This is an optimization exercise on Yosys and OpenROAD, whose aim is small area, a short achievable clock period and few clock cycles per item, not a production implementation. Only simulation tests tie the RTL to the original design; equivalence was not proved.

==> design.v <==
module segdec (
    input  wire        clk,
    input  wire        rst,
    input  wire        hdr_valid,
    output wire        hdr_ready,
    input  wire [63:0] hdr_tag,
    input  wire [3:0]  hdr_kind,
    input  wire [9:0]  hdr_len,
    input  wire [31:0] hdr_check,
    input  wire        din_valid,
    output wire        din_ready,
    input  wire [63:0] din_data,
    output reg         dout_valid,
    output reg  [71:0] dout_data,
    output reg         res_valid,
    output reg         res_check_ok,
    output reg         res_decode_ok
);
    localparam [1:0] S_IDLE = 2'd0, S_WORK = 2'd1, S_DONE = 2'd2;
    localparam [3:0] KIND_STATIC = 4'h1, KIND_RAW = 4'h3;
    localparam [1:0] K_RUN = 2'd0, K_DELTA = 2'd1, K_SET = 2'd2;
    function [31:0] crc_bytes;
        input [31:0] crc_in;
        input [63:0] d;
        input [3:0]  n;
        integer b, k;
        reg [31:0] c;
        begin
            c = crc_in;
            for (b = 0; b < 8; b = b + 1) begin
                if (b < n) begin
                    c = c ^ {24'd0, d[8*b +: 8]};
                    for (k = 0; k < 8; k = k + 1)
                        c = c[0] ? ((c >> 1) ^ 32'h82F63B78) : (c >> 1);
                end
            end
            crc_bytes = c;
        end
    endfunction
    reg  [1:0]   state;
    reg  [3:0]   kind;
    reg  [31:0]  check;
    reg  [31:0]  crc;
    reg  [9:0]   bytes_left;    
    reg  [127:0] bitbuf;        
    reg  [7:0]   bitcnt;        
    reg  [9:0]   nvals;         
    reg  [8:0]   prev;          
    reg  [9:0]   run_left;      
    reg          err;
    reg  [62:0]  lanes;         
    reg  [2:0]   lane;
    wire final_in = (bytes_left == 10'd0);
    wire [3:0] beat_bytes = (bytes_left >= 10'd8) ? 4'd8 : bytes_left[3:0];
    assign hdr_ready = (state == S_IDLE);
    assign din_ready = (state == S_WORK) && !final_in && (bitcnt <= 8'd64);
    wire hdr_fire = hdr_valid && hdr_ready;
    wire din_fire = din_valid && din_ready;
    reg [63:0] din_masked;
    integer mb;
    always @(*) begin
        for (mb = 0; mb < 8; mb = mb + 1)
            din_masked[8*mb +: 8] = (mb < beat_bytes) ? din_data[8*mb +: 8] : 8'd0;
    end
    reg [3:0]  code_len;
    reg [3:0]  xbits;
    reg [1:0]  tkind;
    reg signed [10:0] tbase;
    always @(*) begin
        code_len = 4'd2; xbits = 4'd0; tkind = K_SET; tbase = 11'sd0;
        if (bitbuf[0] == 1'b0) begin
            if (bitbuf[1] == 1'b0) begin                        
                code_len = 4'd2; tkind = K_SET; tbase = 11'sd0; xbits = 4'd0;
            end else if (bitbuf[2] == 1'b0) begin               
                code_len = 4'd3; tkind = K_RUN; tbase = 11'sd1; xbits = 4'd0;
            end else begin                                      
                code_len = 4'd3; tkind = K_DELTA; tbase = 11'sd1; xbits = 4'd0;
            end
        end else if (bitbuf[1] == 1'b0) begin
            if (bitbuf[2] == 1'b0) begin                        
                code_len = 4'd3; tkind = K_DELTA; tbase = -11'sd1; xbits = 4'd0;
            end else if (bitbuf[3] == 1'b0) begin               
                code_len = 4'd4; tkind = K_RUN; tbase = 11'sd2; xbits = 4'd0;
            end else begin                                      
                code_len = 4'd4; tkind = K_RUN; tbase = 11'sd3; xbits = 4'd1;
            end
        end else if (bitbuf[2] == 1'b0) begin
            case ({bitbuf[3], bitbuf[4]})
                2'b00: begin code_len = 4'd5; tkind = K_RUN;   tbase = 11'sd5;  xbits = 4'd2; end
                2'b01: begin code_len = 4'd5; tkind = K_RUN;   tbase = 11'sd9;  xbits = 4'd3; end
                2'b10: begin code_len = 4'd5; tkind = K_DELTA; tbase = 11'sd2;  xbits = 4'd0; end
                default: begin code_len = 4'd5; tkind = K_DELTA; tbase = -11'sd2; xbits = 4'd0; end
            endcase
        end else begin
            case ({bitbuf[3], bitbuf[4], bitbuf[5]})
                3'b000: begin code_len = 4'd6; tkind = K_SET;   tbase = 11'sd0;   xbits = 4'd9; end
                3'b001: begin code_len = 4'd6; tkind = K_RUN;   tbase = 11'sd17;  xbits = 4'd4; end
                3'b010: begin code_len = 4'd6; tkind = K_RUN;   tbase = 11'sd257; xbits = 4'd8; end
                3'b011: begin code_len = 4'd6; tkind = K_DELTA; tbase = 11'sd3;   xbits = 4'd1; end
                3'b100: begin code_len = 4'd6; tkind = K_DELTA; tbase = -11'sd4;  xbits = 4'd1; end
                3'b101: begin
                    if (bitbuf[6] == 1'b0) begin                
                        code_len = 4'd7; tkind = K_RUN; tbase = 11'sd33; xbits = 4'd5;
                    end else begin                              
                        code_len = 4'd7; tkind = K_DELTA; tbase = 11'sd5; xbits = 4'd2;
                    end
                end
                3'b110: begin
                    if (bitbuf[6] == 1'b0) begin                
                        code_len = 4'd7; tkind = K_DELTA; tbase = -11'sd8; xbits = 4'd2;
                    end else if (bitbuf[7] == 1'b0) begin       
                        code_len = 4'd8; tkind = K_RUN; tbase = 11'sd65; xbits = 4'd6;
                    end else begin                              
                        code_len = 4'd8; tkind = K_RUN; tbase = 11'sd129; xbits = 4'd7;
                    end
                end
                default: begin
                    if (bitbuf[6] == 1'b0) begin
                        if (bitbuf[7] == 1'b0) begin            
                            code_len = 4'd8; tkind = K_DELTA; tbase = 11'sd9; xbits = 4'd3;
                        end else begin                          
                            code_len = 4'd8; tkind = K_DELTA; tbase = -11'sd16; xbits = 4'd3;
                        end
                    end else begin
                        code_len = 4'd9; xbits = (bitbuf[7] ? 4'd5 : 4'd4); tkind = K_DELTA;
                        case ({bitbuf[7], bitbuf[8]})
                            2'b00: tbase = 11'sd17;
                            2'b01: tbase = -11'sd32;
                            2'b10: tbase = 11'sd33;
                            default: tbase = -11'sd64;
                        endcase
                    end
                end
            endcase
        end
    end
    wire [4:0]   tok_bits   = {1'b0, code_len} + {1'b0, xbits};
    wire [127:0] after_code = bitbuf >> code_len;
    wire [8:0]   xmask      = ~(9'h1FF << xbits);
    wire [8:0]   xval       = after_code[8:0] & xmask;
    wire signed [11:0] tok_sum = ((tkind == K_DELTA) ? $signed({3'b000, prev}) : 12'sd0)
                               + {tbase[10], tbase} + $signed({3'b000, xval});
    wire [9:0]  run_cnt   = tok_sum[9:0];
    wire        val_ok    = (tok_sum >= 12'sd0) && (tok_sum <= 12'sd511);
    wire        run_ok    = ({1'b0, nvals} + {1'b0, run_cnt}) <= 11'd512;
    reg         emit;
    reg  [8:0]  emit_val;
    reg  [4:0]  consume;
    reg         set_err;
    reg         take_run;
    reg         new_prev;
    always @(*) begin
        emit     = 1'b0;
        emit_val = prev;
        consume  = 5'd0;
        set_err  = 1'b0;
        take_run = 1'b0;
        new_prev = 1'b0;
        if (state == S_WORK && !err) begin
            if (nvals == 10'd512) begin
                if (bitcnt >= 8'd8)
                    set_err = 1'b1;
            end else if (kind == KIND_RAW) begin
                if (bitcnt >= 8'd9) begin
                    emit     = 1'b1;
                    emit_val = bitbuf[8:0];
                    consume  = 5'd9;
                end
            end else if (run_left != 10'd0) begin
                emit = 1'b1;
            end else if (bitcnt >= 8'd15 || final_in) begin
                if ({3'b000, tok_bits} > bitcnt) begin
                    set_err = 1'b1;                  
                end else if (tkind == K_RUN) begin
                    if (run_ok) begin
                        emit     = 1'b1;
                        consume  = tok_bits;
                        take_run = 1'b1;
                    end else begin
                        set_err = 1'b1;              
                    end
                end else begin
                    if (val_ok) begin
                        emit     = 1'b1;
                        emit_val = tok_sum[8:0];
                        consume  = tok_bits;
                        new_prev = 1'b1;
                    end else begin
                        set_err = 1'b1;              
                    end
                end
            end
        end
    end
    wire [127:0] buf_shifted = bitbuf >> consume;
    wire [7:0]   cnt_shifted = bitcnt - {3'b000, consume};
    always @(posedge clk) begin
        dout_valid <= 1'b0;
        res_valid  <= 1'b0;
        if (rst) begin
            state <= S_IDLE;
        end else begin
            case (state)
                S_IDLE: begin
                    if (hdr_fire) begin
                        state      <= S_WORK;
                        kind       <= hdr_kind;
                        check      <= hdr_check;
                        crc        <= crc_bytes(32'hFFFFFFFF, hdr_tag, 4'd8);
                        bytes_left <= hdr_len;
                        bitbuf     <= 128'd0;
                        bitcnt     <= 8'd0;
                        nvals      <= 10'd0;
                        prev       <= 9'd0;
                        run_left   <= 10'd0;
                        lane       <= 3'd0;
                        err        <= !((hdr_kind == KIND_STATIC) ||
                                        (hdr_kind == KIND_RAW && hdr_len == 10'd576));
                    end
                end
                S_WORK: begin
                    if (err || set_err) begin
                        bitbuf <= 128'd0;
                        bitcnt <= 8'd0;
                    end else if (din_fire) begin
                        bitbuf <= buf_shifted | ({64'd0, din_masked} << cnt_shifted);
                        bitcnt <= cnt_shifted + {1'b0, beat_bytes, 3'b000};
                    end else begin
                        bitbuf <= buf_shifted;
                        bitcnt <= cnt_shifted;
                    end
                    if (din_fire) begin
                        crc        <= crc_bytes(crc, din_data, beat_bytes);
                        bytes_left <= bytes_left - {6'd0, beat_bytes};
                    end
                    if (set_err)
                        err <= 1'b1;
                    if (take_run)
                        run_left <= run_cnt - 10'd1;
                    else if (emit && run_left != 10'd0)
                        run_left <= run_left - 10'd1;
                    if (new_prev)
                        prev <= emit_val;
                    if (emit) begin
                        nvals <= nvals + 10'd1;
                        if (lane == 3'd7) begin
                            dout_valid <= 1'b1;
                            dout_data  <= {emit_val, lanes};
                        end else begin
                            lanes[9*lane +: 9] <= emit_val;
                        end
                        lane <= lane + 3'd1;
                    end
                    if (final_in && (err || (nvals == 10'd512 && bitcnt < 8'd8 && bitbuf == 128'd0)))
                        state <= S_DONE;
                    else if (final_in && nvals == 10'd512 && !set_err)
                        err <= 1'b1;                 
                end
                default: begin
                    res_valid     <= 1'b1;
                    res_check_ok  <= ((crc ^ 32'hFFFFFFFF) == check);
                    res_decode_ok <= !err;
                    state         <= S_IDLE;
                end
            endcase
        end
    end
endmodule
==> run.sh <==
#!/bin/bash
# synth_recipe.tcl (not shown) runs the flow's synth.tcl, then flattens the netlist and writes it again
# the make line also repeats each setting of config.mk as NAME=value (left out here)
make -C /OpenROAD-flow-scripts/flow DESIGN_CONFIG=/design/flow/config.mk WORK_HOME=/design/flow/orfs CLKGATE_MAP_FILE= SYNTH_SCRIPT=/design/flow/synth_recipe.tcl finish
==> constraint.sdc <==
create_clock -name core_clock -period 13.5 [get_ports {clk}]
set_input_delay 2.7000 -clock core_clock [delete_from_list [all_inputs] [get_ports {clk}]]
set_output_delay 2.7000 -clock core_clock [all_outputs]
set_load 0.01 [all_outputs]
==> config.mk <==
export PLATFORM = sky130hd
export DESIGN_NAME = segdec
export DESIGN_NICKNAME = segdec
export VERILOG_FILES = /design/flow/design.v
export SDC_FILE = /design/flow/constraint.sdc
export NUM_CORES = 4
export LEC_CHECK = 0
export CAP_MARGIN = 20
export CORE_MARGIN = 2
export CORE_UTILIZATION = 40
export SLEW_MARGIN = 20
==> impl_metrics.yaml <==
die:
  die_area_um2: 123000
  rows: 127
  start_util_pct: 40.3
  ios: 256
  coreArea_um2: 120000
  die_h_um: 351
  die_w_um: 351
setup_path:
  worst_path_most_repeated_cell: "xnor3_1"
  required_ns: 13.85
  worst_setup_path_end_kind: "flip-flop"
  crit_path_top_delay_cell: "xnor3_1"
  max_stage_delay_ns: 0.63
  crit_fanout: 7
  critical_path_class: "input port to flip-flop"
  startpoint_type: "input port"
  cp.arrival_ns: 13.52
placement:
  port_buffers: 255
  numPlacedInstances: 7353
  place_hpwl_mm: 147
  gp_congestion: 1.01
sta:
  setup_viol: 0
  tns_ns: 0
  holdWs_ns: 0.412
  tightest_slew_ns: 1.26
  final_max_slew_viol_count: 0
  finalHoldViolCount: 0
  fin_crit_ns: 13.16
  finalClockSkew_ns: 0.0658
  fmax_mhz: 76.0
  relSlewSlack_pct: 15.1
  period_share_pct: 97.5
logic_synthesis:
  ys_seq_elements: 388
  syn_avg_cell_area_um2: 9.14
  syn_nets: 5515
  synthArstFlopShare_pct: 0
  netlist-cell-type-count: 92
  synth_top_area_share_pct: 23.9
  ys_seq_area_share_pct: 24.1
  synth_edf_count: 384
  synth.top_cells.by_area: "edfxtp_1, xnor2_1, mux2i_1"
  yosysWarningCount: 1
  yosys_most_used_dff: "edfxtp_1"
  synth_top_area_cell: "edfxtp_1"
  syn_area_um2: 48200
  syn_inst: 5270
drt:
  route.antenna.remaining_nets: 0
  first_iter_violations: 4383
  drc_errors: 0
  drt_wl_total_mm: 183
  wl_per_cell_um: 24.6
  via_per_inst: 5.59
  first_pass_iters: 8
  route.vias.total: 41583
grt:
  grt_pass1_wl_mm: 268
  grt_pass1_vias: 40438
  grt_max_degree: 146
  track_usage_pct: 29.1
  grt-ovfl-total: 0
  grt_antenna_before_repair: 9
layout:
  final_common_cell: "xnor2_1"
  areaGrowthSynthToFinish_pct: 19.8
  layout.cells.non_filler: 7444
  nets: 6039
  layout-drive-gt1-share_pct: 15.3
  diodes: 0
  final_core_util_pct: 48.2
  mostFrequentLayoutCells: "xnor2_1, mux2i_1, nand2_1, buf_4, nor2_1"
outcome:
  outcome: "no timing/DRC/antenna violations"
clock_tree:
  clock_path_buffers: 3
  cts-buffers-inserted: 47
  cts_max_level: 2
  cts-root-buf: "clkbuf_16"
  clkLatencyLatePin_ns: 0.65
  cts_tree: "built"
  postCtsHoldBufs: 0
  cts_sinks: 388
  clkTransAtPathRegs_ns: 0.06
job:
  drv_cap: 0
hold_path:
  hp-class: "flip-flop to flip-flop"
-- critical path: cells and delay by family --
kind | cells | cell delay (ns)
buf+inv | 7 | 1.71
mux | 4 | 1.03
xor+xnor | 24 | 7.13
simple gates | 2 | 0.30
compound gates | 3 | 0.61
-- worst paths after layout --
path / start / to / slack, ns / cells past startpoint
max: din_data[6] / crc[21]$_DFFE_PP_ / 0.34 / 40
min: lanes[27]$_DFFE_PP_ / dout_data[27]$_DFFE_PP_ / 0.41 / 0
max reg2reg: bitbuf[4]$_SDFFCE_PP0P_ / bitbuf[59]$_SDFFCE_PP0P_ / 1.41 / 49
min reg2reg: lanes[27]$_DFFE_PP_ / dout_data[27]$_DFFE_PP_ / 0.41 / 0
-- per-layer routing --
metal | vias to the layer above | share of wire, % | track usage, %
met1 | 20118 | 43 | 39.3
met5 | - | 0.021 | 0
met2 | 1550 | 46 | 47.4
met4 | 6 | 4.0 | 10.6
li1 | 19613 | - | -
met3 | 296 | 6.7 | 3.93
-- flip-flops by register name, indices dropped and copies added (netlist names) --
| register | cells |
|---|---|
| res_valid | 1 |
| lane | 3 |
| crc | 32 |
| check | 32 |
| dout_data | 72 |
| bitcnt | 8 |
| kind | 4 |
| prev | 9 |
| res_check_ok | 1 |
| lanes | 63 |
| dout_valid | 1 |
| bitbuf | 128 |
| res_decode_ok | 1 |
| state | 2 |
| err | 1 |
| bytes_left | 10 |
| nvals | 10 |
| run_left | 10 |
-- cells by family (layout without fill, tap and decap cells) --
family | count (synthesis) | count (layout) | share of synthesized area, %
compound gates | 975 | 975 | 12.2
simple gates | 1336 | 1336 | 11.9
mux | 674 | 674 | 14.6
other cells | 1 | 1 | 0.00779
flops | 388 | 388 | 24.1
buf+inv | 401 | 963 | 3.16
xor+xnor | 1428 | 1428 | 32.1
fa+ha+maj | 67 | 67 | 1.96
-- synth_stat cells, types with 9 or more instances --
cell type,instances
a211oi_1,37
a21o_1,18
a21oi_1,314
a21oi_2,9
a221oi_1,28
a222oi_1,11
a22oi_1,28
a31oi_1,112
and2_1,21
and3_1,24
buf_1,77
buf_2,11
clkbuf_1,230
edfxtp_1,384
fa_1,14
ha_1,53
inv_1,75
mux2_2,29
mux2i_1,620
mux4_2,12
nand2_1,616
nand2b_1,20
nand3_1,53
nand4_1,17
nor2_1,409
nor2b_1,34
nor3_1,40
nor4_1,55
o211ai_1,19
o21ai_0,265
o21ai_1,12
o21bai_1,9
o22ai_1,39
or3_1,12
xnor2_1,897
xnor2_2,69
xnor2_4,22
xnor3_1,91
xor2_1,291
xor2_2,22
xor2_4,9
xor3_1,14
-- cell type report --
cell class	instances	area (µm²)
fill	11513	62000
multi-input combinational	4481	35500
tap	1612	2020
clock buffer	61	1280
sequential	388	11600
inverter	82	310
clock inverter	26	323
timing repair buffer	794	6680
-- what timing repair did --
| item | CTS | global route |
|---|---|---|
| resized for setup | 0 | 22 |
| buffers inserted | 0 | 3 |
| endpoints found under the setup margin | 0 | 27 |
-- per-stage QoR --
step	instance area, µm²	worst slack [ns]
floorplan	48200	-0.00637
global placement	55900	-0.395
detailed placement	55900	-0.470
CTS	57500	0.171
global route	57700	-0.0367
finish	57700	0.335
Testbench counts, summed over its fixed seeds: cycles 165,128, segments 320.

-- static timing again, ports no longer ideal --
The results above use ideal ports. As a check the final layout listed here was re-extracted and re-timed, cells and wires unchanged.
Step 1 sets driving cells, clkbuf_16 on the clock port and buf_2 on the other inputs (assumed; they add their load-dependent delay and slew).
Step 2 times the ports against the registers' clock, not the clock port: input delays grow and output delays shrink by t, the midpoint of the rising clock arrivals with the driver on.
Three values: ideal, step 1, step 2; two values: the first two.
t (ns): 0.696
setup slack, ns: 0.335 / 0.370 / -0.325
hold WS [ns]: 0.412 / 0.412 / 0.412
Met with ideal ports but missed after step 2: setup timing in this run. For this run, drivers alone change the setup slack by +0.035 ns; drivers and shift together by -0.660 ns.
